This is an optimization exercise on Yosys and OpenROAD, whose aim is small area and a short achievable clock period, not a production implementation. Only simulation tests tie the RTL to the original design; equivalence was not proved. Power and IR drop assume default switching activity.

==> flow/config.mk <==
export PLATFORM = sky130hd
export DESIGN_NAME = flt_rank_det
export DESIGN_NICKNAME = flt_rank_det
export VERILOG_FILES = /design/flow/design.v
export SDC_FILE = /design/flow/constraint.sdc
export NUM_CORES = 8
export LEC_CHECK = 0
export ABC_AREA = 1
export CAP_MARGIN = 20
export CORE_MARGIN = 2
export CORE_UTILIZATION = 65
export CTS_CLUSTER_DIAMETER = 60
export CTS_CLUSTER_SIZE = 30
export SLEW_MARGIN = 20
==> flow/constraint.sdc <==
create_clock -name core_clock -period 15.0 [get_ports {clk}]
set_input_delay 3.0000 -clock core_clock [delete_from_list [all_inputs] [get_ports {clk}]]
set_output_delay 3.0000 -clock core_clock [all_outputs]
set_load 0.01 [all_outputs]
==> flow/design.v <==
module flt_rank_det (
    input  wire        clk,
    input  wire        rst,
    input  wire        sync,
    input  wire        cfg_rank_en,
    input  wire [4:0]  cfg_win,
    input  wire [4:0]  cfg_k,
    input  wire        cfg_suppress,
    input  wire [15:0] cfg_settle_base,
    input  wire [4:0]  cfg_pk_log2,
    input  wire [4:0]  cfg_rms_log2,
    input  wire [3:0]  cfg_atk,
    input  wire [3:0]  cfg_dcy,
    input  wire        in_valid,
    input  wire [15:0] in_data,
    output reg         out_valid,
    output reg  [15:0] out_data,
    output reg         out_settling,
    output reg         env_valid,
    output wire [15:0] env,
    output reg         env_ok,
    output reg         pk_valid,
    output wire [15:0] pk,
    output wire        pk_ok,
    output reg         rms_valid,
    output wire [15:0] rms,
    output wire        rms_ok
);
    integer i;
    wire restart = rst | sync;
    wire [3:0] win_i = cfg_win[4] ? 4'd15 :
                       (cfg_win < 5'd3) ? 4'd3 :
                       cfg_win[0] ? cfg_win[3:0] : cfg_win[3:0] - 4'd1;
    wire [4:0] pk_i  = (cfg_pk_log2 < 5'd4) ? 5'd4 :
                       (cfg_pk_log2 > 5'd16) ? 5'd16 : cfg_pk_log2;
    wire [4:0] rms_i = (cfg_rms_log2 < 5'd4) ? 5'd4 :
                       (cfg_rms_log2 > 5'd16) ? 5'd16 : cfg_rms_log2;
    reg        c_rank_en;
    reg [3:0]  win;           
    reg [14:3] inw_r;         
    reg [4:0]  c_k;
    reg [3:0]  km1;           
    reg        c_sup;
    reg [4:0]  pk_n;          
    reg [4:0]  rms_n;         
    reg [3:0]  c_atk;
    reg [3:0]  c_dcy;
    always @(posedge clk) begin
        if (restart) begin
            c_rank_en <= cfg_rank_en;
            win       <= win_i;
            for (i = 3; i < 15; i = i + 1)
                inw_r[i] <= (i < win_i);
            c_k       <= cfg_k;
            c_sup     <= cfg_suppress;
            pk_n      <= pk_i;
            rms_n     <= rms_i;
            c_atk     <= cfg_atk;
            c_dcy     <= cfg_dcy;
        end
    end
    wire [14:0] inw = {inw_r, 3'b111};
    reg [15:0] xa;
    reg        va;
    reg        r1;
    always @(posedge clk) begin
        xa <= in_data;
        va <= in_valid;
        r1 <= restart;
    end
    wire bv_en = va & ~r1;
    reg [15:0] w [0:14];
    reg [14:0] vld;
    reg [3:0]  dr [1:14];     
    reg        bv;
    function cmp16;
        input [15:0] a;
        input [15:0] b;
        input        eq;
        reg   [15:0] au, bu;
        reg          c;
        integer      k;
        begin
            au = ~a; au[15] = a[15];
            bu = b;  bu[15] = ~b[15];
            c  = eq;
            for (k = 0; k < 16; k = k + 1)
                c = (au[k] & bu[k]) | (au[k] & c) | (bu[k] & c);
            cmp16 = c;
        end
    endfunction
    reg [15:0] lv;
    reg [15:0] lv_nx;
    always @* begin
        lv_nx = 16'd0;
        for (i = 1; i < 14; i = i + 2)
            if (inw[i+1] && (i == 13 || !inw[i+2]) && vld[i])
                lv_nx = w[i];
    end
    wire zx = xa[15] | (xa == 16'd0);    
    reg [13:0] cb;    
    reg [13:0] db;    
    always @* begin
        for (i = 0; i < 14; i = i + 1) begin
            cb[i] = vld[i] ? cmp16(xa, w[i], 1'b1) : zx;
            db[i] = vld[i] & cmp16(lv, w[i], 1'b0);
        end
    end
    wire [3:0] dr_x = ((win[2:1] == 2'b01) || (win[2:1] == 2'b11)) ? win : win - 4'd1;
    reg [3:0] dr0;
    always @* begin
        dr0 = dr_x;
        for (i = 1; i < 15; i = i + 1)
            if (inw[i])
                dr0 = dr0 ^ dr[i];
    end
    always @(posedge clk) begin
        bv <= bv_en;
        if (r1) begin
            vld  <= 15'd0;
            lv   <= 16'd0;
            km1  <= (c_k == 5'd0) ? 4'd0 :
                    (c_k > {1'b0, win}) ? win - 4'd1 : c_k[3:0] - 4'd1;
            for (i = 1; i < 15; i = i + 1)
                dr[i] <= i[3:0];
        end else if (bv_en) begin
            vld   <= {vld[13:0], 1'b1};
            lv    <= lv_nx;
            dr[1] <= dr0 + {3'd0, cb[0]} - {3'd0, db[0]};
            for (i = 2; i < 15; i = i + 1)
                dr[i] <= dr[i-1] + {3'd0, cb[i-1]} - {3'd0, db[i-1]};
        end
        if (bv_en) begin
            w[0] <= xa;
            for (i = 1; i < 15; i = i + 1)
                w[i] <= w[i-1];
        end
    end
    reg [15:0] y;
    reg        hit_old;
    always @* begin
        hit_old = 1'b0;
        for (i = 1; i < 15; i = i + 1)
            if (inw[i] && dr[i] == km1)
                hit_old = 1'b1;
        y = (!c_rank_en || !hit_old) ? w[0] : 16'd0;
        for (i = 1; i < 15; i = i + 1)
            if (c_rank_en && inw[i] && vld[i] && dr[i] == km1)
                y = y | w[i];
    end
    wire [14:0] ymag = out_data[15] ? (~out_data[14:0] + {14'd0, (out_data[14:0] != 15'd0)})
                                    : out_data[14:0];
    reg [15:0] scnt;          
    reg [3:0]  wcnt;          
    reg [15:0] pos;           
    reg        cv;
    reg        c_pklast;
    reg        c_rmslast;
    reg [14:0] mag;
    reg        dv;
    reg        d_settling;
    reg        d_pklast;
    reg        d_rmslast;
    wire settling_now = (scnt != 16'd0) || (wcnt != 4'd0);
    reg [15:0] pk_mask, rms_mask;
    always @* begin
        for (i = 0; i < 16; i = i + 1) begin
            pk_mask[i]  = (i < pk_n);
            rms_mask[i] = (i < rms_n);
        end
    end
    always @(posedge clk) begin
        cv        <= bv & ~r1;
        dv         <= cv & ~r1;
        mag        <= (cv & ~r1) ? ymag : 15'd0;     
        d_settling <= out_settling;
        d_pklast   <= c_pklast;
        d_rmslast  <= c_rmslast;
        out_valid <= bv & ~r1 & ~restart & ~(c_sup & settling_now);
        out_data     <= y;
        out_settling <= settling_now;
        c_pklast     <= &(pos | ~pk_mask);
        c_rmslast    <= &(pos | ~rms_mask);
        if (restart)
            scnt <= cfg_settle_base;
        else if (bv && !r1 && wcnt == 4'd0 && scnt != 16'd0)
            scnt <= scnt - 16'd1;
        if (r1) begin
            wcnt <= c_rank_en ? win - 4'd1 : 4'd0;
            pos  <= 16'd0;
        end else if (bv) begin
            if (wcnt != 4'd0)
                wcnt <= wcnt - 4'd1;
            pos <= pos + 16'd1;
        end
    end
    function gt16;
        input [15:0] a;
        input [15:0] b;
        reg   [15:0] g, e;
        integer      k, s;
        begin
            for (k = 0; k < 16; k = k + 1) begin
                g[k] = a[k] & ~b[k];
                e[k] = ~(a[k] ^ b[k]);
            end
            for (s = 1; s < 16; s = s * 2)
                for (k = 0; k < 16; k = k + 2 * s) begin
                    g[k] = g[k+s] | (e[k+s] & g[k]);
                    e[k] = e[k+s] & e[k];
                end
            gt16 = g[0];
        end
    endfunction
    reg  [30:0] e_b;
    wire [30:0] xb      = {mag, 1'b1, 15'd0};
    wire        rising  = gt16({mag, 1'b1}, e_b[30:15]);
    wire signed [31:0] env_d = $signed({1'b0, xb}) - $signed({1'b0, e_b});
    wire signed [31:0] st_a = env_d >>> c_atk;
    wire signed [31:0] st_d = env_d >>> c_dcy;
    wire [30:0] e_a     = e_b + st_a[30:0];
    wire [30:0] e_d     = e_b + st_d[30:0];
    wire [30:0] e_next  = rising ? e_a : e_d;
    assign env = {1'b0, e_b[30:16]};
    reg  [14:0] pk_acc;
    reg         pk_bok;
    reg         pk_first;
    assign pk    = {1'b0, pk_acc};
    assign pk_ok = pk_bok;
    reg  [22:0] s_lo;
    reg  [22:0] s_hi;
    reg         s_c;
    reg         rms_bok;
    reg         rms_first;
    reg         rms_more;     
    reg         sq_ld;
    wire [45:0] acc_m = {rms_more ? s_hi : 23'd0,
                         rms_first ? 23'd0 : s_lo};
    wire        acc_cm = rms_more & s_c;
    wire [45:0] tr_s, tr_c;
    wire [14:0] msq = mag;                   
    wire ts1;
    wire tc2;
    assign ts1 = (msq[0] & msq[9]) ^ (msq[1] & msq[8]);
    assign tc2 = (msq[0] & msq[9]) & (msq[1] & msq[8]);
    wire ts3;
    wire tc4;
    assign ts3 = (msq[0] & msq[10]) ^ (msq[1] & msq[9]);
    assign tc4 = (msq[0] & msq[10]) & (msq[1] & msq[9]);
    wire ts5;
    wire tc6;
    assign ts5 = (msq[0] & msq[11]) ^ (msq[1] & msq[10]) ^ (msq[2] & msq[9]);
    assign tc6 = ((msq[0] & msq[11]) & (msq[1] & msq[10])) | ((msq[0] & msq[11]) & (msq[2] & msq[9])) | ((msq[1] & msq[10]) & (msq[2] & msq[9]));
    wire ts7;
    wire tc8;
    assign ts7 = (msq[3] & msq[8]) ^ (msq[4] & msq[7]);
    assign tc8 = (msq[3] & msq[8]) & (msq[4] & msq[7]);
    wire ts9;
    wire tc10;
    assign ts9 = (msq[0] & msq[12]) ^ (msq[1] & msq[11]) ^ (msq[2] & msq[10]);
    assign tc10 = ((msq[0] & msq[12]) & (msq[1] & msq[11])) | ((msq[0] & msq[12]) & (msq[2] & msq[10])) | ((msq[1] & msq[11]) & (msq[2] & msq[10]));
    wire ts11;
    wire tc12;
    assign ts11 = (msq[3] & msq[9]) ^ (msq[4] & msq[8]);
    assign tc12 = (msq[3] & msq[9]) & (msq[4] & msq[8]);
    wire ts13;
    wire tc14;
    assign ts13 = (msq[0] & msq[13]) ^ (msq[1] & msq[12]) ^ (msq[2] & msq[11]);
    assign tc14 = ((msq[0] & msq[13]) & (msq[1] & msq[12])) | ((msq[0] & msq[13]) & (msq[2] & msq[11])) | ((msq[1] & msq[12]) & (msq[2] & msq[11]));
    wire ts15;
    wire tc16;
    assign ts15 = (msq[3] & msq[10]) ^ (msq[4] & msq[9]) ^ (msq[5] & msq[8]);
    assign tc16 = ((msq[3] & msq[10]) & (msq[4] & msq[9])) | ((msq[3] & msq[10]) & (msq[5] & msq[8])) | ((msq[4] & msq[9]) & (msq[5] & msq[8]));
    wire ts17;
    wire tc18;
    assign ts17 = (msq[6] & msq[7]) ^ msq[7];
    assign tc18 = (msq[6] & msq[7]) & msq[7];
    wire ts19;
    wire tc20;
    assign ts19 = (msq[0] & msq[14]) ^ (msq[1] & msq[13]) ^ (msq[2] & msq[12]);
    assign tc20 = ((msq[0] & msq[14]) & (msq[1] & msq[13])) | ((msq[0] & msq[14]) & (msq[2] & msq[12])) | ((msq[1] & msq[13]) & (msq[2] & msq[12]));
    wire ts21;
    wire tc22;
    assign ts21 = (msq[3] & msq[11]) ^ (msq[4] & msq[10]) ^ (msq[5] & msq[9]);
    assign tc22 = ((msq[3] & msq[11]) & (msq[4] & msq[10])) | ((msq[3] & msq[11]) & (msq[5] & msq[9])) | ((msq[4] & msq[10]) & (msq[5] & msq[9]));
    wire ts23;
    wire tc24;
    assign ts23 = (msq[6] & msq[8]) ^ acc_m[15];
    assign tc24 = (msq[6] & msq[8]) & acc_m[15];
    wire ts25;
    wire tc26;
    assign ts25 = (msq[1] & msq[14]) ^ (msq[2] & msq[13]) ^ (msq[3] & msq[12]);
    assign tc26 = ((msq[1] & msq[14]) & (msq[2] & msq[13])) | ((msq[1] & msq[14]) & (msq[3] & msq[12])) | ((msq[2] & msq[13]) & (msq[3] & msq[12]));
    wire ts27;
    wire tc28;
    assign ts27 = (msq[4] & msq[11]) ^ (msq[5] & msq[10]) ^ (msq[6] & msq[9]);
    assign tc28 = ((msq[4] & msq[11]) & (msq[5] & msq[10])) | ((msq[4] & msq[11]) & (msq[6] & msq[9])) | ((msq[5] & msq[10]) & (msq[6] & msq[9]));
    wire ts29;
    wire tc30;
    assign ts29 = (msq[7] & msq[8]) ^ msq[8] ^ acc_m[16];
    assign tc30 = ((msq[7] & msq[8]) & msq[8]) | ((msq[7] & msq[8]) & acc_m[16]) | (msq[8] & acc_m[16]);
    wire ts31;
    wire tc32;
    assign ts31 = (msq[2] & msq[14]) ^ (msq[3] & msq[13]) ^ (msq[4] & msq[12]);
    assign tc32 = ((msq[2] & msq[14]) & (msq[3] & msq[13])) | ((msq[2] & msq[14]) & (msq[4] & msq[12])) | ((msq[3] & msq[13]) & (msq[4] & msq[12]));
    wire ts33;
    wire tc34;
    assign ts33 = (msq[5] & msq[11]) ^ (msq[6] & msq[10]) ^ (msq[7] & msq[9]);
    assign tc34 = ((msq[5] & msq[11]) & (msq[6] & msq[10])) | ((msq[5] & msq[11]) & (msq[7] & msq[9])) | ((msq[6] & msq[10]) & (msq[7] & msq[9]));
    wire ts35;
    wire tc36;
    assign ts35 = (msq[3] & msq[14]) ^ (msq[4] & msq[13]) ^ (msq[5] & msq[12]);
    assign tc36 = ((msq[3] & msq[14]) & (msq[4] & msq[13])) | ((msq[3] & msq[14]) & (msq[5] & msq[12])) | ((msq[4] & msq[13]) & (msq[5] & msq[12]));
    wire ts37;
    wire tc38;
    assign ts37 = (msq[6] & msq[11]) ^ (msq[7] & msq[10]) ^ (msq[8] & msq[9]);
    assign tc38 = ((msq[6] & msq[11]) & (msq[7] & msq[10])) | ((msq[6] & msq[11]) & (msq[8] & msq[9])) | ((msq[7] & msq[10]) & (msq[8] & msq[9]));
    wire ts39;
    wire tc40;
    assign ts39 = (msq[4] & msq[14]) ^ (msq[5] & msq[13]) ^ (msq[6] & msq[12]);
    assign tc40 = ((msq[4] & msq[14]) & (msq[5] & msq[13])) | ((msq[4] & msq[14]) & (msq[6] & msq[12])) | ((msq[5] & msq[13]) & (msq[6] & msq[12]));
    wire ts41;
    wire tc42;
    assign ts41 = (msq[5] & msq[14]) ^ (msq[6] & msq[13]) ^ (msq[7] & msq[12]);
    assign tc42 = ((msq[5] & msq[14]) & (msq[6] & msq[13])) | ((msq[5] & msq[14]) & (msq[7] & msq[12])) | ((msq[6] & msq[13]) & (msq[7] & msq[12]));
    wire ts43;
    wire tc44;
    assign ts43 = (msq[0] & msq[5]) ^ (msq[1] & msq[4]);
    assign tc44 = (msq[0] & msq[5]) & (msq[1] & msq[4]);
    wire ts45;
    wire tc46;
    assign ts45 = (msq[0] & msq[6]) ^ (msq[1] & msq[5]);
    assign tc46 = (msq[0] & msq[6]) & (msq[1] & msq[5]);
    wire ts47;
    wire tc48;
    assign ts47 = (msq[0] & msq[7]) ^ (msq[1] & msq[6]) ^ (msq[2] & msq[5]);
    assign tc48 = ((msq[0] & msq[7]) & (msq[1] & msq[6])) | ((msq[0] & msq[7]) & (msq[2] & msq[5])) | ((msq[1] & msq[6]) & (msq[2] & msq[5]));
    wire ts49;
    wire tc50;
    assign ts49 = (msq[3] & msq[4]) ^ msq[4];
    assign tc50 = (msq[3] & msq[4]) & msq[4];
    wire ts51;
    wire tc52;
    assign ts51 = (msq[0] & msq[8]) ^ (msq[1] & msq[7]) ^ (msq[2] & msq[6]);
    assign tc52 = ((msq[0] & msq[8]) & (msq[1] & msq[7])) | ((msq[0] & msq[8]) & (msq[2] & msq[6])) | ((msq[1] & msq[7]) & (msq[2] & msq[6]));
    wire ts53;
    wire tc54;
    assign ts53 = (msq[3] & msq[5]) ^ acc_m[9];
    assign tc54 = (msq[3] & msq[5]) & acc_m[9];
    wire ts55;
    wire tc56;
    assign ts55 = ts1 ^ (msq[2] & msq[7]) ^ (msq[3] & msq[6]);
    assign tc56 = (ts1 & (msq[2] & msq[7])) | (ts1 & (msq[3] & msq[6])) | ((msq[2] & msq[7]) & (msq[3] & msq[6]));
    wire ts57;
    wire tc58;
    assign ts57 = (msq[4] & msq[5]) ^ msq[5] ^ acc_m[10];
    assign tc58 = ((msq[4] & msq[5]) & msq[5]) | ((msq[4] & msq[5]) & acc_m[10]) | (msq[5] & acc_m[10]);
    wire ts59;
    wire tc60;
    assign ts59 = tc2 ^ ts3 ^ (msq[2] & msq[8]);
    assign tc60 = (tc2 & ts3) | (tc2 & (msq[2] & msq[8])) | (ts3 & (msq[2] & msq[8]));
    wire ts61;
    wire tc62;
    assign ts61 = (msq[3] & msq[7]) ^ (msq[4] & msq[6]) ^ acc_m[11];
    assign tc62 = ((msq[3] & msq[7]) & (msq[4] & msq[6])) | ((msq[3] & msq[7]) & acc_m[11]) | ((msq[4] & msq[6]) & acc_m[11]);
    wire ts63;
    wire tc64;
    assign ts63 = tc4 ^ ts5 ^ ts7;
    assign tc64 = (tc4 & ts5) | (tc4 & ts7) | (ts5 & ts7);
    wire ts65;
    wire tc66;
    assign ts65 = (msq[5] & msq[6]) ^ msq[6] ^ acc_m[12];
    assign tc66 = ((msq[5] & msq[6]) & msq[6]) | ((msq[5] & msq[6]) & acc_m[12]) | (msq[6] & acc_m[12]);
    wire ts67;
    wire tc68;
    assign ts67 = tc6 ^ tc8 ^ ts9;
    assign tc68 = (tc6 & tc8) | (tc6 & ts9) | (tc8 & ts9);
    wire ts69;
    wire tc70;
    assign ts69 = ts11 ^ (msq[5] & msq[7]) ^ acc_m[13];
    assign tc70 = (ts11 & (msq[5] & msq[7])) | (ts11 & acc_m[13]) | ((msq[5] & msq[7]) & acc_m[13]);
    wire ts71;
    wire tc72;
    assign ts71 = tc10 ^ tc12 ^ ts13;
    assign tc72 = (tc10 & tc12) | (tc10 & ts13) | (tc12 & ts13);
    wire ts73;
    wire tc74;
    assign ts73 = ts15 ^ ts17 ^ acc_m[14];
    assign tc74 = (ts15 & ts17) | (ts15 & acc_m[14]) | (ts17 & acc_m[14]);
    wire ts75;
    wire tc76;
    assign ts75 = tc14 ^ tc16 ^ tc18;
    assign tc76 = (tc14 & tc16) | (tc14 & tc18) | (tc16 & tc18);
    wire ts77;
    wire tc78;
    assign ts77 = ts19 ^ ts21 ^ ts23;
    assign tc78 = (ts19 & ts21) | (ts19 & ts23) | (ts21 & ts23);
    wire ts79;
    wire tc80;
    assign ts79 = tc20 ^ tc22 ^ tc24;
    assign tc80 = (tc20 & tc22) | (tc20 & tc24) | (tc22 & tc24);
    wire ts81;
    wire tc82;
    assign ts81 = ts25 ^ ts27 ^ ts29;
    assign tc82 = (ts25 & ts27) | (ts25 & ts29) | (ts27 & ts29);
    wire ts83;
    wire tc84;
    assign ts83 = tc26 ^ tc28 ^ tc30;
    assign tc84 = (tc26 & tc28) | (tc26 & tc30) | (tc28 & tc30);
    wire ts85;
    wire tc86;
    assign ts85 = ts31 ^ ts33 ^ acc_m[17];
    assign tc86 = (ts31 & ts33) | (ts31 & acc_m[17]) | (ts33 & acc_m[17]);
    wire ts87;
    wire tc88;
    assign ts87 = tc32 ^ tc34 ^ ts35;
    assign tc88 = (tc32 & tc34) | (tc32 & ts35) | (tc34 & ts35);
    wire ts89;
    wire tc90;
    assign ts89 = ts37 ^ msq[9] ^ acc_m[18];
    assign tc90 = (ts37 & msq[9]) | (ts37 & acc_m[18]) | (msq[9] & acc_m[18]);
    wire ts91;
    wire tc92;
    assign ts91 = tc36 ^ tc38 ^ ts39;
    assign tc92 = (tc36 & tc38) | (tc36 & ts39) | (tc38 & ts39);
    wire ts93;
    wire tc94;
    assign ts93 = (msq[7] & msq[11]) ^ (msq[8] & msq[10]) ^ acc_m[19];
    assign tc94 = ((msq[7] & msq[11]) & (msq[8] & msq[10])) | ((msq[7] & msq[11]) & acc_m[19]) | ((msq[8] & msq[10]) & acc_m[19]);
    wire ts95;
    wire tc96;
    assign ts95 = tc40 ^ ts41 ^ (msq[8] & msq[11]);
    assign tc96 = (tc40 & ts41) | (tc40 & (msq[8] & msq[11])) | (ts41 & (msq[8] & msq[11]));
    wire ts97;
    wire tc98;
    assign ts97 = (msq[9] & msq[10]) ^ msq[10] ^ acc_m[20];
    assign tc98 = ((msq[9] & msq[10]) & msq[10]) | ((msq[9] & msq[10]) & acc_m[20]) | (msq[10] & acc_m[20]);
    wire ts99;
    wire tc100;
    assign ts99 = tc42 ^ (msq[6] & msq[14]) ^ (msq[7] & msq[13]);
    assign tc100 = (tc42 & (msq[6] & msq[14])) | (tc42 & (msq[7] & msq[13])) | ((msq[6] & msq[14]) & (msq[7] & msq[13]));
    wire ts101;
    wire tc102;
    assign ts101 = (msq[8] & msq[12]) ^ (msq[9] & msq[11]) ^ acc_m[21];
    assign tc102 = ((msq[8] & msq[12]) & (msq[9] & msq[11])) | ((msq[8] & msq[12]) & acc_m[21]) | ((msq[9] & msq[11]) & acc_m[21]);
    wire ts103;
    wire tc104;
    assign ts103 = (msq[7] & msq[14]) ^ (msq[8] & msq[13]) ^ (msq[9] & msq[12]);
    assign tc104 = ((msq[7] & msq[14]) & (msq[8] & msq[13])) | ((msq[7] & msq[14]) & (msq[9] & msq[12])) | ((msq[8] & msq[13]) & (msq[9] & msq[12]));
    wire ts105;
    wire tc106;
    assign ts105 = (msq[10] & msq[11]) ^ msq[11] ^ acc_m[22];
    assign tc106 = ((msq[10] & msq[11]) & msq[11]) | ((msq[10] & msq[11]) & acc_m[22]) | (msq[11] & acc_m[22]);
    wire ts107;
    wire tc108;
    assign ts107 = (msq[8] & msq[14]) ^ (msq[9] & msq[13]) ^ (msq[10] & msq[12]);
    assign tc108 = ((msq[8] & msq[14]) & (msq[9] & msq[13])) | ((msq[8] & msq[14]) & (msq[10] & msq[12])) | ((msq[9] & msq[13]) & (msq[10] & msq[12]));
    wire ts109;
    wire tc110;
    assign ts109 = acc_m[23] ^ acc_cm;
    assign tc110 = acc_m[23] & acc_cm;
    wire ts111;
    wire tc112;
    assign ts111 = (msq[9] & msq[14]) ^ (msq[10] & msq[13]) ^ (msq[11] & msq[12]);
    assign tc112 = ((msq[9] & msq[14]) & (msq[10] & msq[13])) | ((msq[9] & msq[14]) & (msq[11] & msq[12])) | ((msq[10] & msq[13]) & (msq[11] & msq[12]));
    wire ts113;
    wire tc114;
    assign ts113 = msq[12] ^ acc_m[24];
    assign tc114 = msq[12] & acc_m[24];
    wire ts115;
    wire tc116;
    assign ts115 = (msq[10] & msq[14]) ^ (msq[11] & msq[13]);
    assign tc116 = (msq[10] & msq[14]) & (msq[11] & msq[13]);
    wire ts117;
    wire tc118;
    assign ts117 = (msq[11] & msq[14]) ^ (msq[12] & msq[13]);
    assign tc118 = (msq[11] & msq[14]) & (msq[12] & msq[13]);
    wire ts119;
    wire tc120;
    assign ts119 = (msq[0] & msq[3]) ^ (msq[1] & msq[2]);
    assign tc120 = (msq[0] & msq[3]) & (msq[1] & msq[2]);
    wire ts121;
    wire tc122;
    assign ts121 = (msq[0] & msq[4]) ^ (msq[1] & msq[3]);
    assign tc122 = (msq[0] & msq[4]) & (msq[1] & msq[3]);
    wire ts123;
    wire tc124;
    assign ts123 = ts43 ^ (msq[2] & msq[3]) ^ msq[3];
    assign tc124 = (ts43 & (msq[2] & msq[3])) | (ts43 & msq[3]) | ((msq[2] & msq[3]) & msq[3]);
    wire ts125;
    wire tc126;
    assign ts125 = tc44 ^ ts45 ^ (msq[2] & msq[4]);
    assign tc126 = (tc44 & ts45) | (tc44 & (msq[2] & msq[4])) | (ts45 & (msq[2] & msq[4]));
    wire ts127;
    wire tc128;
    assign ts127 = tc46 ^ ts47 ^ ts49;
    assign tc128 = (tc46 & ts47) | (tc46 & ts49) | (ts47 & ts49);
    wire ts129;
    wire tc130;
    assign ts129 = tc48 ^ tc50 ^ ts51;
    assign tc130 = (tc48 & tc50) | (tc48 & ts51) | (tc50 & ts51);
    wire ts131;
    wire tc132;
    assign ts131 = tc52 ^ tc54 ^ ts55;
    assign tc132 = (tc52 & tc54) | (tc52 & ts55) | (tc54 & ts55);
    wire ts133;
    wire tc134;
    assign ts133 = tc56 ^ tc58 ^ ts59;
    assign tc134 = (tc56 & tc58) | (tc56 & ts59) | (tc58 & ts59);
    wire ts135;
    wire tc136;
    assign ts135 = tc60 ^ tc62 ^ ts63;
    assign tc136 = (tc60 & tc62) | (tc60 & ts63) | (tc62 & ts63);
    wire ts137;
    wire tc138;
    assign ts137 = tc64 ^ tc66 ^ ts67;
    assign tc138 = (tc64 & tc66) | (tc64 & ts67) | (tc66 & ts67);
    wire ts139;
    wire tc140;
    assign ts139 = tc68 ^ tc70 ^ ts71;
    assign tc140 = (tc68 & tc70) | (tc68 & ts71) | (tc70 & ts71);
    wire ts141;
    wire tc142;
    assign ts141 = tc72 ^ tc74 ^ ts75;
    assign tc142 = (tc72 & tc74) | (tc72 & ts75) | (tc74 & ts75);
    wire ts143;
    wire tc144;
    assign ts143 = tc76 ^ tc78 ^ ts79;
    assign tc144 = (tc76 & tc78) | (tc76 & ts79) | (tc78 & ts79);
    wire ts145;
    wire tc146;
    assign ts145 = tc80 ^ tc82 ^ ts83;
    assign tc146 = (tc80 & tc82) | (tc80 & ts83) | (tc82 & ts83);
    wire ts147;
    wire tc148;
    assign ts147 = tc84 ^ tc86 ^ ts87;
    assign tc148 = (tc84 & tc86) | (tc84 & ts87) | (tc86 & ts87);
    wire ts149;
    wire tc150;
    assign ts149 = tc88 ^ tc90 ^ ts91;
    assign tc150 = (tc88 & tc90) | (tc88 & ts91) | (tc90 & ts91);
    wire ts151;
    wire tc152;
    assign ts151 = tc92 ^ tc94 ^ ts95;
    assign tc152 = (tc92 & tc94) | (tc92 & ts95) | (tc94 & ts95);
    wire ts153;
    wire tc154;
    assign ts153 = tc96 ^ tc98 ^ ts99;
    assign tc154 = (tc96 & tc98) | (tc96 & ts99) | (tc98 & ts99);
    wire ts155;
    wire tc156;
    assign ts155 = tc100 ^ tc102 ^ ts103;
    assign tc156 = (tc100 & tc102) | (tc100 & ts103) | (tc102 & ts103);
    wire ts157;
    wire tc158;
    assign ts157 = tc104 ^ tc106 ^ ts107;
    assign tc158 = (tc104 & tc106) | (tc104 & ts107) | (tc106 & ts107);
    wire ts159;
    wire tc160;
    assign ts159 = tc108 ^ tc110 ^ ts111;
    assign tc160 = (tc108 & tc110) | (tc108 & ts111) | (tc110 & ts111);
    wire ts161;
    wire tc162;
    assign ts161 = tc112 ^ tc114 ^ ts115;
    assign tc162 = (tc112 & tc114) | (tc112 & ts115) | (tc114 & ts115);
    wire ts163;
    wire tc164;
    assign ts163 = tc116 ^ ts117 ^ msq[13];
    assign tc164 = (tc116 & ts117) | (tc116 & msq[13]) | (ts117 & msq[13]);
    wire ts165;
    wire tc166;
    assign ts165 = tc118 ^ (msq[12] & msq[14]);
    assign tc166 = tc118 & (msq[12] & msq[14]);
    wire ts167;
    wire tc168;
    assign ts167 = (msq[13] & msq[14]) ^ msq[14];
    assign tc168 = (msq[13] & msq[14]) & msq[14];
    wire ts169;
    wire tc170;
    assign ts169 = (msq[0] & msq[1]) ^ msq[1];
    assign tc170 = (msq[0] & msq[1]) & msq[1];
    wire ts171;
    wire tc172;
    assign ts171 = (msq[0] & msq[2]) ^ acc_m[3];
    assign tc172 = (msq[0] & msq[2]) & acc_m[3];
    wire ts173;
    wire tc174;
    assign ts173 = ts119 ^ msq[2] ^ acc_m[4];
    assign tc174 = (ts119 & msq[2]) | (ts119 & acc_m[4]) | (msq[2] & acc_m[4]);
    wire ts175;
    wire tc176;
    assign ts175 = tc120 ^ ts121 ^ acc_m[5];
    assign tc176 = (tc120 & ts121) | (tc120 & acc_m[5]) | (ts121 & acc_m[5]);
    wire ts177;
    wire tc178;
    assign ts177 = tc122 ^ ts123 ^ acc_m[6];
    assign tc178 = (tc122 & ts123) | (tc122 & acc_m[6]) | (ts123 & acc_m[6]);
    wire ts179;
    wire tc180;
    assign ts179 = tc124 ^ ts125 ^ acc_m[7];
    assign tc180 = (tc124 & ts125) | (tc124 & acc_m[7]) | (ts125 & acc_m[7]);
    wire ts181;
    wire tc182;
    assign ts181 = tc126 ^ ts127 ^ acc_m[8];
    assign tc182 = (tc126 & ts127) | (tc126 & acc_m[8]) | (ts127 & acc_m[8]);
    wire ts183;
    wire tc184;
    assign ts183 = tc128 ^ ts129 ^ ts53;
    assign tc184 = (tc128 & ts129) | (tc128 & ts53) | (ts129 & ts53);
    wire ts185;
    wire tc186;
    assign ts185 = tc130 ^ ts131 ^ ts57;
    assign tc186 = (tc130 & ts131) | (tc130 & ts57) | (ts131 & ts57);
    wire ts187;
    wire tc188;
    assign ts187 = tc132 ^ ts133 ^ ts61;
    assign tc188 = (tc132 & ts133) | (tc132 & ts61) | (ts133 & ts61);
    wire ts189;
    wire tc190;
    assign ts189 = tc134 ^ ts135 ^ ts65;
    assign tc190 = (tc134 & ts135) | (tc134 & ts65) | (ts135 & ts65);
    wire ts191;
    wire tc192;
    assign ts191 = tc136 ^ ts137 ^ ts69;
    assign tc192 = (tc136 & ts137) | (tc136 & ts69) | (ts137 & ts69);
    wire ts193;
    wire tc194;
    assign ts193 = tc138 ^ ts139 ^ ts73;
    assign tc194 = (tc138 & ts139) | (tc138 & ts73) | (ts139 & ts73);
    wire ts195;
    wire tc196;
    assign ts195 = tc140 ^ ts141 ^ ts77;
    assign tc196 = (tc140 & ts141) | (tc140 & ts77) | (ts141 & ts77);
    wire ts197;
    wire tc198;
    assign ts197 = tc142 ^ ts143 ^ ts81;
    assign tc198 = (tc142 & ts143) | (tc142 & ts81) | (ts143 & ts81);
    wire ts199;
    wire tc200;
    assign ts199 = tc144 ^ ts145 ^ ts85;
    assign tc200 = (tc144 & ts145) | (tc144 & ts85) | (ts145 & ts85);
    wire ts201;
    wire tc202;
    assign ts201 = tc146 ^ ts147 ^ ts89;
    assign tc202 = (tc146 & ts147) | (tc146 & ts89) | (ts147 & ts89);
    wire ts203;
    wire tc204;
    assign ts203 = tc148 ^ ts149 ^ ts93;
    assign tc204 = (tc148 & ts149) | (tc148 & ts93) | (ts149 & ts93);
    wire ts205;
    wire tc206;
    assign ts205 = tc150 ^ ts151 ^ ts97;
    assign tc206 = (tc150 & ts151) | (tc150 & ts97) | (ts151 & ts97);
    wire ts207;
    wire tc208;
    assign ts207 = tc152 ^ ts153 ^ ts101;
    assign tc208 = (tc152 & ts153) | (tc152 & ts101) | (ts153 & ts101);
    wire ts209;
    wire tc210;
    assign ts209 = tc154 ^ ts155 ^ ts105;
    assign tc210 = (tc154 & ts155) | (tc154 & ts105) | (ts155 & ts105);
    wire ts211;
    wire tc212;
    assign ts211 = tc156 ^ ts157 ^ ts109;
    assign tc212 = (tc156 & ts157) | (tc156 & ts109) | (ts157 & ts109);
    wire ts213;
    wire tc214;
    assign ts213 = tc158 ^ ts159 ^ ts113;
    assign tc214 = (tc158 & ts159) | (tc158 & ts113) | (ts159 & ts113);
    wire ts215;
    wire tc216;
    assign ts215 = tc160 ^ ts161 ^ acc_m[25];
    assign tc216 = (tc160 & ts161) | (tc160 & acc_m[25]) | (ts161 & acc_m[25]);
    wire ts217;
    wire tc218;
    assign ts217 = tc162 ^ ts163 ^ acc_m[26];
    assign tc218 = (tc162 & ts163) | (tc162 & acc_m[26]) | (ts163 & acc_m[26]);
    wire ts219;
    wire tc220;
    assign ts219 = tc164 ^ ts165 ^ acc_m[27];
    assign tc220 = (tc164 & ts165) | (tc164 & acc_m[27]) | (ts165 & acc_m[27]);
    wire ts221;
    wire tc222;
    assign ts221 = tc166 ^ ts167 ^ acc_m[28];
    assign tc222 = (tc166 & ts167) | (tc166 & acc_m[28]) | (ts167 & acc_m[28]);
    wire ts223;
    wire tc224;
    assign ts223 = tc168 ^ acc_m[29];
    assign tc224 = tc168 & acc_m[29];
    assign tr_s = {acc_m[45], acc_m[44], acc_m[43], acc_m[42], acc_m[41], acc_m[40], acc_m[39], acc_m[38], acc_m[37], acc_m[36], acc_m[35], acc_m[34], acc_m[33], acc_m[32], acc_m[31], tc224, tc222, tc220, tc218, tc216, tc214, tc212, tc210, tc208, tc206, tc204, tc202, tc200, tc198, tc196, tc194, tc192, tc190, tc188, tc186, tc184, tc182, tc180, tc178, tc176, tc174, tc172, tc170, ts169, acc_m[1], msq[0]};
    assign tr_c = {1'b0, 1'b0, 1'b0, 1'b0, 1'b0, 1'b0, 1'b0, 1'b0, 1'b0, 1'b0, 1'b0, 1'b0, 1'b0, 1'b0, 1'b0, acc_m[30], ts223, ts221, ts219, ts217, ts215, ts213, ts211, ts209, ts207, ts205, ts203, ts201, ts199, ts197, ts195, ts193, ts191, ts189, ts187, ts185, ts183, ts181, ts179, ts177, ts175, ts173, ts171, acc_m[2], 1'b0, acc_m[0]};
    always @(posedge clk) begin
        {s_c, s_lo} <= {1'b0, tr_s[22:0]} + {1'b0, tr_c[22:0]};
        s_hi        <= tr_s[45:23] + tr_c[45:23];
        env_valid <= dv & ~r1 & ~restart;
        pk_valid  <= dv & d_pklast & ~r1 & ~restart;
        sq_ld     <= dv & d_rmslast & ~r1;
        if (r1) begin
            e_b       <= 31'h0000_8000;
            pk_first  <= 1'b1;
            rms_first <= 1'b1;
            rms_more  <= 1'b0;
        end else if (dv) begin
            e_b       <= e_next;
            env_ok    <= !d_settling;
            pk_first  <= d_pklast;
            rms_first <= d_rmslast;
            rms_more  <= !d_rmslast;
            if (pk_first || mag > pk_acc)
                pk_acc <= mag;
            if (pk_first)
                pk_bok <= !d_settling;
            if (rms_first)
                rms_bok <= !d_settling;
        end
    end
    wire [45:0] sum_acc = {s_hi + {22'd0, s_c}, s_lo};
    reg  [43:0] sq_a;
    reg  [4:0]  sq_jm1;       
    always @* begin
        if (rms_n == 5'd4) begin
            sq_a   = {sum_acc[33:2], 12'd0};
            sq_jm1 = 5'd15;
        end else if (rms_n[0]) begin
            sq_a   = {1'b0, sum_acc[45:3]};
            sq_jm1 = 5'd23 - rms_n[4:1];           
        end else begin
            sq_a   = sum_acc[45:2];
            sq_jm1 = 5'd23 - rms_n[4:1];           
        end
    end
    reg  [43:0] sq_op;
    reg  [15:0] sq_root;
    reg  [15:0] sq_rem;
    reg  [4:0]  sq_cnt;
    reg         sq_ok;
    wire [17:0] sq_rem_t = {sq_rem, sq_op[43:42]};
    wire [17:0] sq_trial = {sq_root, 2'b01};
    wire [18:0] sq_diff  = {1'b0, sq_rem_t} - {1'b0, sq_trial};
    wire        sq_take  = !sq_diff[18];
    wire        sq_take0 = sq_a[43] | sq_a[42];
    assign rms    = sq_root;
    assign rms_ok = sq_ok;
    always @(posedge clk) begin
        rms_valid <= (sq_cnt == 5'd1) & ~r1 & ~restart;
        if (r1) begin
            sq_cnt <= 5'd0;
        end else if (sq_ld) begin
            sq_cnt <= sq_jm1;
            sq_ok  <= rms_bok;
        end else if (sq_cnt != 5'd0) begin
            sq_cnt <= sq_cnt - 5'd1;
        end
        if (sq_ld) begin
            sq_op   <= {sq_a[41:0], 2'b00};
            sq_root <= {15'd0, sq_take0};
            sq_rem  <= {14'd0, sq_a[43:42] - {1'b0, sq_take0}};
        end else begin
            sq_op   <= {sq_op[41:0], 2'b00};
            sq_rem  <= sq_take ? sq_diff[15:0] : sq_rem_t[15:0];
            if (sq_cnt == 5'd1)
                sq_root <= sq_root + {15'd0, sq_take};
            else
                sq_root <= {sq_root[14:0], sq_take};
        end
    end
endmodule
==> flow/flow/run.sh <==
#!/bin/bash
# Standard synthesis, then the standard ORFS layout steps with:
# - port buffers of a plain buffer cell (buf_2) rather than the default,
set -euo pipefail
bash standard.sh synth > synth.log 2>&1
bash standard.sh SETUP_SLACK_MARGIN=10.8 TNS_END_PERCENT=100 \
    "BUFFER_PORTS_ARGS=-buffer_cell sky130_fd_sc_hd__buf_2" finish > layout.log 2>&1
==> flow/standard.sh <==
#!/bin/bash
# synth_recipe.tcl (not shown) runs the flow's synth.tcl, then flattens the netlist and writes it again
# the make line also repeats each setting of config.mk as NAME=value (left out here)
make -C /OpenROAD-flow-scripts/flow DESIGN_CONFIG=/design/flow/config.mk WORK_HOME=/design/flow/orfs CLKGATE_MAP_FILE= SYNTH_SCRIPT=/design/flow/synth_recipe.tcl "${@:-finish}"
==> results.txt, run 1 <==
The run finished with no timing, DRC or antenna violations. Entering global routing, the biggest net connects 80 pins. In the post-synthesis netlist, the cell with the most instances is nand2_1.

The synthesized area per cell is 7.504 um2. The die covers 70800 um2. Clock-pin slew was measured on the worst setup and hold paths at 90 ps. After synthesis, the cell types taking the most area are edfxtp_1 21%, dfxtp_1 15%, nand2_1 11%, inv_1 9.4%, o22ai_1 6.6%. Ranked by instance count, the synthesized netlist is headed by 1250 x nand2_1, 1116 x inv_1, 468 x o22ai_1.

The flip-flop cell with the highest count after synthesis is dfxtp_1. The height of the die came out at 266.1 um. The clock latency at the later pin of the worst-skew pair came out at 660 ps.

The pin slew with the least headroom to its limit came out at 1286 ps. The worst setup path is launched from a register. The path type of the worst min-delay path is register to register.

The number of antenna violations at the first check in global routing came out at 1. The master cell of the clock root buffer is clkbuf_16. The core area came out at 68350 um2. The share of async-settable or async-resettable flops after synthesis is 0%. The routed wire length per instance is 21.34 um.

The aggregate global-route resource usage came out at 39.92%. The I/O pin total is 138. The length of the first detailed-routing pass in iterations came out at 8. For this run, the number of Yosys warnings is 4. After detailed placement, the total cell area comes to 45660 um2.

Data on the critical path arrives at its endpoint at 5040 ps. Detailed placement finished with a half-perimeter wire length of 102000 um. The critical path is of the register to register type. The met2 layer wire length in the routed design came out at 68340 um. The hold buffer count at cts is 0.

The global-route wire length before repair is 220700 um. Routability-driven placement finished with a final weighted congestion of 0.9829. The number of buffer cells added on primary ports came out at 135. The die is 266.1 um wide.

The proportion of netlist area held by the largest area contributor came out at 21.25%. The clock tree buffer depth is 3. The initial DRC count is 5600. The capturing element type of the critical path is a register. The data required time at the worst endpoint came out at 15590 ps. The leakage power total is 24.61 nW. The total number of clock tree sinks is 642. The share of final-layout standard cells stronger than drive strength 1 came out at 16.48%. The remaining design rule violation count is 0. In this run, CTS created clock tree buffers numbering 52. The highest ir drop seen on vdd came out at 106.5 uV. The wire length on met3 is 15900 um. The detail-routed via count per cell is 6.194. The highest clock frequency the design can meet came out at 0.2247 GHz. After floorplanning, the core was divided into 96 placement rows. The largest driver fanout on the critical path is 7. The global-route congestion overflow total came out at 0. The final cell utilization of the core came out at 76.46%.

The post-synthesis cell type count came out at 67. The initial standard-cell utilization of the core came out at 65.32%. Dividing total power by cell area gives a power density of 99.16 nW/um2. The hold violation count in the final report was 0. The sequential area share after synthesis came out at 35.87%.

The total of endpoints with negative setup slack in the final report is 0. The post-layout net count is 6509. The final wirelength came out at 150800 um. In this run the top signal layer used is met4.

The worst setup skew after layout came out at 48.62 ps. TritonCTS built the clock tree. The headroom to the max-slew limit is 14.29%. Counting every instance in the synthesized netlist gives 5950. The area added between synthesis and finish came out at 17.05%. The H-tree level count is 2. Summed over all instances, the cell type with the most area after synthesis is edfxtp_1. The number of global-route vias before repair is 40062.

The number of vias after detailed routing came out at 43770. The number of enable flip-flop cells after synthesis came out at 316. The routed length on met1 came out at 57040 um. Setup repair after global routing could not meet its margin everywhere. The finished cells cover 52260 um2. Setup total negative slack on the finished layout was measured at 0 ps. The max-slew violation count came to 0. The count of nets left with antenna violations once routing finished came out at 0.

The number of max-cap violations is 0. The time the final worst path needs with I/O delays and setup came out at 4451 ps. The total of flip-flops plus latches after synthesis came out at 642. The synthesized area is 44650 um2. The number of fill cells in the layout is 4966. The ratio of final minimum period to clock period is 29.67%.
[worst max-delay path, cell delays in order (launching register included)]
cell	delay [ps]
dfxtp_4	400
buf_6	130
nand2_1	50
inv_1	80
fa_1	620
fa_2	470
fa_2	570
inv_1	80
fa_2	410
inv_1	60
a21o_1	120
a21oi_2	70
o21ai_2	160
a21boi_2	90
nor3_2	220
nand3_2	170
nor3_4	190
nand4_1	190
nor2_2	170
xnor2_1	120
[metrics by stage]
step | power [mW] | setup WS (ps) | hold slack (ps) | instances
after floorplan | 3.087 | 10540 | 309.6 | 5951
after global placement | 3.391 | 9381 | 310.6 | 6750
after detailed placement | 3.420 | 9268 | 312.1 | 6751
after CTS | 5.032 | 10500 | 332.9 | 6943
after global routing | 5.416 | 10340 | 342.9 | 7065
final | 5.182 | 10550 | 333.4 | 7066
[where the power goes]
part | switching (mW) | leakage [nW] | internal [mW]
clock | 0.780 | 0.937 | 0.778
sequential | 0.142 | 5.64 | 1.96
combinational | 0.921 | 18.0 | 0.605
total | 1.84 | 24.6 | 3.34
[cells by family after synthesis]
logic type | after synthesis | synth area share [%]
compound gates | 1338 | 17.61
mux | 11 | 0.2466
flops | 642 | 35.87
fa+ha+maj | 303 | 10.19
xor+xnor | 291 | 5.759
other cells | 1 | 0.008399
buf+inv | 1388 | 12.07
simple gates | 1976 | 18.24
[cells in the final DEF, fill, tap and decap left out, drive strengths merged, types with 191 or more instances in the layout]
cell and count:
nand3 228, inv 1148, dfxtp 326, o21ai 334, edfxtp 316, ha 202, nand2 1257, nor2 319
o22ai 468, xor2 191, a21oi 341, buf 383
[layout make-up]
type	count	area, um2	area share (%)
multi-input cells	3923	25670	49.11
flip-flops and latches	642	16240	31.07
inverters	1133	4328	8.282
repair buffers	386	2975	5.694
clock buffers	58	1430	2.737
well taps	882	1104	2.112
clock inverters	39	490.5	0.9386
repair inverters	2	25.02	0.04789
diodes	1	2.502	0.004789
[state kept, by name, indices dropped and copies added (netlist names), 6 cells and up]
signal    count
mag          15
dr           56
s_hi         23
vld          15
inw_r         6
pos          16
out_data     16
w           240
sq_op        42
xa           16
lv           16
s_lo         23
scnt         16
e_b          31
pk_acc       15
sq_rem       16
sq_root      16
[what timing repair did]
item | 4_1_cts | 5_1_grt
endpoints found under the setup margin | 260 | 147
resized for setup | 279 | 490
pin swaps | 46 | 176
setup buffers | 89 | 121
gates cloned | 6 | 1
[final timing paths]
kind                                  to  cells past startpoint  slack [ps]  startpoint
worst max-delay path            s_hi[20]                     19       10550     mag[14]
worst min-delay path            d_pklast                      0         330    c_pklast
worst max register to register  s_hi[20]                     19       10550     mag[14]
worst min register to register  d_pklast                      0         330    c_pklast
[layer usage]
metal | track usage [%] | vias up
li1 | - | 20108
met1 | 51.34 | 20328
met2 | 63.86 | 2668
met3 | 8.078 | 666
met4 | 20.73 | 0
met5 | 0 | -
==> run 2: changes to the inputs <==
--- a/flow/design.v
+++ b/flow/design.v
@@ -89,23 +89,7 @@
             cmp16 = c;
         end
     endfunction
-    reg [15:0] lv;
-    reg [15:0] lv_nx;
-    always @* begin
-        lv_nx = 16'd0;
-        for (i = 1; i < 14; i = i + 2)
-            if (inw[i+1] && (i == 13 || !inw[i+2]) && vld[i])
-                lv_nx = w[i];
-    end
     wire zx = xa[15] | (xa == 16'd0);    
-    reg [13:0] cb;    
-    reg [13:0] db;    
-    always @* begin
-        for (i = 0; i < 14; i = i + 1) begin
-            cb[i] = vld[i] ? cmp16(xa, w[i], 1'b1) : zx;
-            db[i] = vld[i] & cmp16(lv, w[i], 1'b0);
-        end
-    end
     wire [3:0] dr_x = ((win[2:1] == 2'b01) || (win[2:1] == 2'b11)) ? win : win - 4'd1;
     reg [3:0] dr0;
     always @* begin
@@ -114,18 +98,31 @@
             if (inw[i])
                 dr0 = dr0 ^ dr[i];
     end
+    reg [3:0] dr_l;
+    always @* begin
+        dr_l = 4'd0;
+        for (i = 2; i < 15; i = i + 2)
+            if (inw[i] && (i == 14 || !inw[i+1]))
+                dr_l = dr[i];
+    end
+    reg [13:0] cb;    
+    reg [13:0] db;    
+    always @* begin
+        for (i = 0; i < 14; i = i + 1) begin
+            cb[i] = vld[i] ? cmp16(xa, w[i], 1'b1) : zx;
+            db[i] = ((i == 0) ? dr0 : dr[i]) > dr_l;
+        end
+    end
     always @(posedge clk) begin
         bv <= bv_en;
         if (r1) begin
             vld  <= 15'd0;
-            lv   <= 16'd0;
             km1  <= (c_k == 5'd0) ? 4'd0 :
                     (c_k > {1'b0, win}) ? win - 4'd1 : c_k[3:0] - 4'd1;
             for (i = 1; i < 15; i = i + 1)
                 dr[i] <= i[3:0];
         end else if (bv_en) begin
             vld   <= {vld[13:0], 1'b1};
-            lv    <= lv_nx;
             dr[1] <= dr0 + {3'd0, cb[0]} - {3'd0, db[0]};
             for (i = 2; i < 15; i = i + 1)
                 dr[i] <= dr[i-1] + {3'd0, cb[i-1]} - {3'd0, db[i-1]};
==> flow/flow/run.sh (replaced) <==
#!/bin/bash
# Standard synthesis, then the standard ORFS layout steps with:
# - port buffers of a plain buffer cell (buf_2) rather than the default,
set -euo pipefail
bash standard.sh synth > synth.log 2>&1
bash standard.sh SETUP_SLACK_MARGIN=10.6 TNS_END_PERCENT=100 \
    "BUFFER_PORTS_ARGS=-buffer_cell sky130_fd_sc_hd__buf_2" finish > layout.log 2>&1
--- a/flow/config.mk
+++ b/flow/config.mk
@@ -8,7 +8,7 @@
 export ABC_AREA = 1
 export CAP_MARGIN = 20
 export CORE_MARGIN = 2
-export CORE_UTILIZATION = 65
+export CORE_UTILIZATION = 58
 export CTS_CLUSTER_DIAMETER = 60
 export CTS_CLUSTER_SIZE = 30
 export SLEW_MARGIN = 20
==> run 2 against run 1 <==
Compared with the run above: die area rose by 4.2%; first-iteration DRC count fell by 33%; sequential share of layout area rose by 2.0 points; critical path type unchanged; final cell count fell by 9.2%; largest power group unchanged; sequential cell count fell by 16; worst hold slack got worse by 0.54 ps; still clean on timing, DRC and antenna; global-route usage fell by 8.1 points; critical path depth rose by 10; power rose by 4.0%.
==> results.txt, run 2 <==
The number of vias after detailed routing is 36949. The synthesized netlist devotes 12.64% of its cell area to adder and majority cells. The first global-routing pass estimated 187200 um of wire. Synthesis produced a netlist whose cell count is 5234.

The worst path needs 4366 ps of the cycle, external delays included. The leakage power total is 22.38 nW. The areal power density over the cells came out at 112.8 nW/um2.

The highest clock frequency the design can meet is 0.2291 GHz. The critical path is of the register to register type. STA classifies the critical path endpoint as a register. After synthesis, the most frequently instantiated cells are 1096 x nand2_1, 873 x inv_1, 350 x nor2_1. Cells fill 67.04% of the core in the end.

For this run, the leading register cell type out of synthesis is edfxtp_1. The height of the die is 271.7 um. Clock latency on the worst-skew pair, taken at its later pin, is 660 ps. The xor and xnor fraction of the mapped netlist area is 5.923%. The initial standard-cell utilization of the core came out at 58.32%. The worst-case IR drop observed on VDD is 137.4 uV. After synthesis the cells add up to 41550 um2. Among all stages on the critical path, the largest delay is contributed by dfxtp_1. Summing the areas of all compound-gate instances in the mapped netlist gives 15.14% of the synthesized area. The worst setup path is launched from a register. The run finished with no timing, DRC or antenna violations. The total of flip-flops plus latches after synthesis came out at 626.

The length of the first detailed-routing pass in iterations came out at 11. The number of warning messages in the yosys log is 4. The multiplexer share of the synthesized area is 0.1686%. The final wirelength came out at 123700 um. The most common cell in the synthesized netlist is nand2_1. The number of clock buffers added by TritonCTS is 53. The H-tree level count is 2. The pin slew with the least headroom to its limit is 1233 ps. The data required time at the worst endpoint is 15550 ps. The headroom to the max-slew limit came out at 17.16%. TritonCTS built the clock tree.

After detailed routing, the average wire length per cell comes to 19.27 um. The post-layout net count came out at 5849. The aggregate global-route resource usage came out at 31.85%. The final HPWL from detailed placement came out at 86320 um. The total number of clock tree sinks came out at 626. The number of buffer cells added on primary ports came out at 135. The core area is 71240 um2. By area, the combinational part of the netlist is dominated by simple AND/OR/NAND/NOR gates.

Global routing finished with a remaining overflow of 0. The count of standard-cell rows is 98. During I/O placement, the number of pins put on the boundary was 138. The number of antenna violations at the first check in global routing is 2. The tool flagged a number of max-cap violations equal to 0.

The clock tree buffer depth came out at 3. The final RePlAce weighted congestion is 0.9582. The largest registers in the layout are w: 240 flops, dr: 56 flops, sq_op: 42 flops. The biggest cell delay along the critical path came out at 550 ps. The ratio of final minimum period to clock period came out at 29.10%.

After synthesis, the share of flip-flops with an asynchronous set or reset is 0%. The path type of the worst min-delay path is register to register. The simple-gate area share of the yosys netlist came out at 18.29%. The synthesized area per cell came out at 7.939 um2. The number of enable flip-flop cells after synthesis is 316. Counting flops per register, the top entry is w.

Leaving out fill and tap cells, the most frequent cells in the layout are 1050 x nand2_1, 847 x inv_1, 326 x nor2_1. The worst setup skew after layout is 54.01 ps. In the routed design, unresolved DRC markers number 0. The number of global-route vias before repair came to 34370. Setup violations remaining at the end of the flow were counted as 0.

Entering global routing, the biggest net connects 172 pins. After clock tree synthesis, the clock-pin slew on the worst setup and hold paths is 80 ps. The synthesized design spends more area on one cell type than any other, namely edfxtp_1. The area added between synthesis and finish came out at 14.94%. Setup total negative slack on the finished layout was measured at 0 ps. The master cell of the clock root buffer is clkbuf_16.

The max-slew violation count came out at 0. The detail-routed via count per cell came out at 5.756. The number of hold buffers added after CTS was 0. From left edge to right edge, the die measures 271.7 um. In this run, distinct cell masters in the synthesized netlist total 67. The hold violation count in the final report is 0.

The die covers 73800 um2. In the post-synthesis netlist, the biggest area contributors are edfxtp_1 23%, dfxtp_1 15%, nand2_1 9.9%, inv_1 7.9%, ha_1 7.8%. The initial DRC count came out at 3738. In the final layout, the share of cells above drive strength 1 is 13.73%. Of all nets on the critical path, the largest fanout is 8. The number of antenna diodes is 0. Setup repair after global routing could not meet its margin everywhere. The library cell used most frequently in the layout, excluding fill and tap cells, is nand2_1. The most numerous cell type found on the critical path is nand2_2. Data arrives at the worst endpoint at 4910 ps. Summing the sequential cell areas from Yosys gives 37.77% of the chip area. The post-route antenna net violation count came out at 0. The flip-flop count of the largest register, all copies and words added is 240. The proportion of netlist area held by the largest area contributor is 22.84%.
-- run 2: changes by cell type in the layout (fill, tap and decap cells not counted), moves of 63 or more --
cell,before,now
buf_4,205,136
inv_1,1071,847
o22ai_1,468,208
o21ai_0,280,217
nand2_1,1150,1050
ha_1,148,224
-- run 2: cell families (layout without fill, tap and decap cells) --
kind of cell | Yosys count | count (layout)
fa+ha+maj | 359 | 359
compound gates | 1048 | 1049
mux | 7 | 7
buf+inv | 1079 | 1308
other cells | 1 | 2
flops | 626 | 626
xor+xnor | 281 | 281
simple gates | 1833 | 1837
-- run 2: worst max-delay path: cells and delay by family, from the launching register on --
family | cells | cell delay (ps)
and+or+nand+nor | 15 | 1390
AOI/OAI and AO/OA | 6 | 1090
buffers and inverters | 7 | 870
DFF | 1 | 550
adders and majority gates | 1 | 360
-- run 2: area by class of cell --
type	count	area [um2]
Multi-Input combinational cell	3535	23110
Tap cell	950	1189
Clock buffer	58	1386
Timing Repair Buffer	310	2385
Fill cell	6060	23480
Clock inverter	42	462.9
Timing Repair inverter	6	47.55
Inverter	892	3402
Sequential cell	626	15770
-- run 2: final timing paths --
| kind | from | end | cells after the start | slack (ps) |
|---|---|---|---|---|
| setup / recovery | e_b[15] | e_b[30] | 29 | 10630 |
| setup reg to reg | e_b[15] | e_b[30] | 29 | 10630 |
| hold reg to reg | c_rmslast | d_rmslast | 0 | 330 |
| hold / removal | c_rmslast | d_rmslast | 0 | 330 |
-- run 2: per-layer routing --
layer | up-vias | track usage [%] | routed length, um
met1 | 17421 | 44.09 | 52590
met5 | - | 0.2567 | 0
met3 | 294 | 4.741 | 10040
met2 | 1454 | 50.72 | 56040
li1 | 17780 | - | -
met4 | 0 | 11.71 | 5055
-- run 2: timing repair --
action | in CTS | in global routing
cloned | 8 | 8
endpoints found under the hold margin | 0 | 0
resized for setup | 127 | 297
pin swaps | 23 | 108
setup endpoints to repair | 79 | 63
buffers inserted | 35 | 95
-- run 2: per-stage QoR --
step                      hold WS, ps  cells  setup WS [ps]  instance area (um2)  total power, mW
after floorplan                 309.6   5235          10610                41600            3.315
after global placement          313.1   6173           9194                42960            3.709
after detailed placement        316.1   6173           9160                42960            3.735
after CTS                       336.2   6316          10560                45710            5.258
after global routing            340.2   6419          10360                47760            5.714
final                           332.9   6419          10630                47760            5.389
-- run 2: power by group --
group	internal, mW	leakage, nW	switching (mW)	total, mW
Sequential	1.92	5.50	0.152	2.07
Combinational	0.741	16.0	1.09	1.83
Clock	0.729	0.893	0.757	1.49
Total	3.39	22.4	2.00	5.39
==> run 3: changes to the inputs <==
==> flow/flow/run.sh (replaced) <==
#!/bin/bash
# Standard synthesis, then the standard ORFS layout steps with:
# - port buffers of a plain buffer cell (buf_2) rather than the default,
set -euo pipefail
bash standard.sh synth > synth.log 2>&1
bash standard.sh SETUP_SLACK_MARGIN=10.75 TNS_END_PERCENT=100 \
    "BUFFER_PORTS_ARGS=-buffer_cell sky130_fd_sc_hd__buf_2" finish > layout.log 2>&1
==> run 3 against run 2 <==
Compared with the run above: worst hold slack better by 6.7 ps; utilization is 0.83 points higher; highest routed layer unchanged; sequential power hardly changed.
==> results.txt, run 3 <==
In this run the worst setup path begins at pk_bok. The startpoint of the worst-slack reg-to-reg timing path is e_b[26]. The total of flip-flops plus latches after synthesis is 626. The area of the multi-input gates came out at 23460 um2. The clock latency at the later pin of the worst-skew pair came out at 660 ps. The clock tree from TritonCTS is yes. The data required time at the worst endpoint came out at 12000 ps. The pin slew with the least headroom to its limit came out at 1086 ps. The proportion of netlist area held by the largest area contributor came out at 22.84%. The critical path is of the register to primary output type.

The leakage power total came out at 22.48 nW. The synthesized netlist contains 67 unique library cells. The number of standard cells after synthesis came out at 5234. The worst setup skew after layout came out at 40.31 ps. At the worst endpoint, the arrival time is 1340 ps. Port buffering added 135 buffers. Counting flops with a built-in enable in the synthesized netlist gives 316. The synthesized area is 41550 um2.

The overall die width came out at 271.7 um. The sort of element at the start of the critical path is a register. The biggest cell delay along the critical path came out at 490 ps. The master cell of the clock root buffer is clkbuf_16. The hold buffer count at cts is 0. The critical register-to-register path endpoint is e_b[24].

The top cell types in the final layout, fill and taps aside, are 1033 x nand2_1, 836 x inv_1, 324 x nor2_1. The sequential area share after synthesis came out at 37.77%. The final total power came out at 5.520 mW.

The final wirelength is 123700 um. The post-layout net count came out at 5859. Fill cells in the final layout number 6037.

In this run the register-to-register setup slack is 10720 ps. The share of async-settable or async-resettable flops after synthesis is 0%. From synthesis to final layout, the design area changed by 16.36%. The clock-pin slew of the registers on the worst-case setup and hold paths is 100 ps. In this run the deepest clock path goes through 3 buffers.

The number of global-route vias before repair came out at 34115. The worst setup path endpoint is pk_ok. The summed negative setup slack over all endpoints is 0 ps.

The register with the most flip-flops in the layout has 240 of them. In the final layout, the registers with the most flip-flops are w: 240 flops, dr: 56 flops, sq_op: 42 flops. The floorplan has 98 rows. By instance count, the leading cell after synthesis is nand2_1.

The flow ran to the end and the layout has no timing, DRC or antenna violations. The die area came out at 73800 um2. The detail-routed via count per cell is 5.740. The number of vias after detailed routing came out at 36920.

The number of buffers and inverters on the critical path is 1. The category of cells accounting for the largest share of critical-path delay is flip-flops. The total number of clock tree sinks is 626. The total of endpoints with negative setup slack in the final report is 0.

The capturing element type of the critical path is a primary output. The time the final worst path needs with I/O delays and setup is 4342 ps. The signal on the critical path passes through buf_2. Leaving out fill and tap cells, the most frequent cell in the layout is nand2_1. The H-tree generated during clock tree synthesis spans 2 levels. The global-route wire length before repair came out at 187300 um. The footprint of the flip-flops and latches is 15830 um2. Setup repair after global routing could not meet its margin everywhere. The I/O pin total came out at 138.

The height of the die came out at 271.7 um. The maximum number of pins on one net before global-route repair is 185. Ranked by flip-flop count, first place goes to w. The global-route congestion overflow total is 0. The number of max-cap violations came out at 0. The first detailed-routing pass ran for 6 iterations.

The core area is 71240 um2. The depth of the most critical reg-to-reg path came out at 29. At the end of routability-driven placement, the weighted congestion stood at 0.9482. The HPWL after detailed placement is 85580 um. The slowest stage of the critical path belongs to the cell edfxtp_1. The areal power density over the cells is 114.2 nW/um2. The final design instance area without fill came out at 48350 um2. The number of warning messages in the yosys log is 4. The initial DRC count came out at 3439. The hold violation count in the final report came out at 0.

The max-slew violation count is 0. The largest driver fanout on the critical path is 1. The path length in cells of the critical path is 1. The min-delay analysis places its worst path in the category register to register.

After detailed placement, the total cell area comes to 42960 um2. The top cell type by total area after synthesis is edfxtp_1. The highest ir drop seen on vdd came out at 114.0 uV. The post-route antenna net violation count is 0. The highest clock frequency the design can meet came out at 0.2303 GHz. The synthesized area per cell came out at 7.939 um2. Ranked by total cell area, the synthesized netlist is headed by edfxtp_1 23%, dfxtp_1 15%, nand2_1 9.9%, inv_1 7.9%, ha_1 7.8%. Cells with a size suffix above 1 make up 15.73% of the layout. The initial standard-cell utilization of the core is 58.32%. Headroom to the max-slew limit came out at 27.59%.

In the final routed layout, each cell accounts on average for 19.23 um. The number of antenna violations at the first check in global routing is 1. Global routing used 31.96% of the available tracks.

The remaining design rule violation count is 0. The clock buffer count from CTS came out at 55. The commonest cells after synthesis are 1096 x nand2_1, 873 x inv_1, 350 x nor2_1. The most used flip-flop cell after synthesis is edfxtp_1. Dividing the final minimum period by the clock period gives 28.95%.
run 3: metrics by stage:
| step | cells | setup slack [ps] | util (%) | hold WS (ps) |
|---|---|---|---|---|
| floorplan | 5235 | 10750 | - | 309.6 |
| finish | 6432 | 10660 | 67.87 | 339.5 |
| global route | 6431 | 10460 | 67.86 | 345.3 |
| global placement | 6172 | 9197 | 60.30 | 315.7 |
| detailed placement | 6172 | 9055 | 60.30 | 316.8 |
| CTS | 6339 | 10610 | 64.86 | 341.5 |
run 3: logic make-up after synthesis:
group	synth area share, %
AND/OR/NAND/NOR	18.29
buffers and inverters	10.06
AO/OA/AOI/OAI	15.14
flip-flops	37.77
adder cells (fa/ha/maj)	12.64
XOR/XNOR	5.923
multiplexers	0.1686
other	0.009025
run 3: cell type report:
class	instances	share of cell area [%]
Multi-Input combinational cell	3534	48.53
Sequential cell	626	32.75
Inverter	892	7.016
Antenna cell	1	0.005176
Tap cell	950	2.459
Clock buffer	60	2.994
Clock inverter	44	1.255
Timing Repair inverter	4	0.06729
Timing Repair Buffer	321	4.927
run 3: how the worst min path moves through the flow:
stage | from | endpoint | slack (ps) | cells past startpoint
2_1_floorplan | c_pklast | d_pklast | 310 | 0
3_3_place_gp | c_rmslast | d_rmslast | 320 | 0
3_5_place_dp | c_rmslast | d_rmslast | 320 | 0
4_1_cts | c_rmslast | d_rmslast | 340 | 0
5_1_grt | c_rmslast | d_rmslast | 350 | 0
6_report | c_rmslast | d_rmslast | 340 | 0
run 3: routing by layer:
| metal | part of all wire, % | vias to the layer above | routed length (um) | global-route usage (%) |
|---|---|---|---|---|
| met5 | 0 | - | 0 | 0.3209 |
| met4 | 3.9 | 0 | 4772 | 10.87 |
| met3 | 7.8 | 282 | 9632 | 4.998 |
| met2 | 46 | 1393 | 56690 | 51.71 |
| met1 | 43 | 17441 | 52610 | 43.73 |
| li1 | - | 17804 | - | - |
run 3: power by group:
| group | switching, mW | internal [mW] | total [mW] |
|---|---|---|---|
| logic | 1.10 | 0.748 | 1.85 |
| registers | 0.144 | 1.92 | 2.07 |
| clock network | 0.818 | 0.782 | 1.60 |
| total | 2.07 | 3.45 | 5.52 |
run 3: what timing repair did:
action	CTS	global route
setup endpoints to repair	111	90
gates cloned	8	3
pin swaps	28	123
gates resized for setup	177	372
setup buffers	55	89

-- static timing again, ports no longer ideal --
In the flow no input, the clock included, has a driving cell. The finished layouts below were timed again as built, in two steps.
Step 1 (the two cells are an assumption about what drives the block):
set clk [get_ports {clk}]
set_driving_cell -lib_cell sky130_fd_sc_hd__clkbuf_16 $clk
set_driving_cell -lib_cell sky130_fd_sc_hd__buf_2 [delete_from_list [all_inputs] $clk]
Step 2 times the ports against the registers' clock, not the clock port: input delays grow and output delays shrink by t, the midpoint of the rising clock arrivals with the driver on.
Three values: no drivers, after step 1, after step 2; two values: the first two.
run | shift t [ns] | setup WS [ns] | worst setup path after step 2 | slew at the worst register clock pin (ns)
run 1 | 0.718 | 10.549 / 10.549 / 10.523 | input to register | 0.10 / 0.10
run 2 | 0.702 | 10.634 / 10.586 / 10.352 | input to register | 0.09 / 0.09
run 3 | 0.708 | 10.658 / 10.591 / 10.392 | input to register | 0.10 / 0.10
After both steps every run listed still meets setup and hold. The setup slack of run 2, which loses most, moves by -0.048 ns with the drivers and by -0.282 ns with both steps.
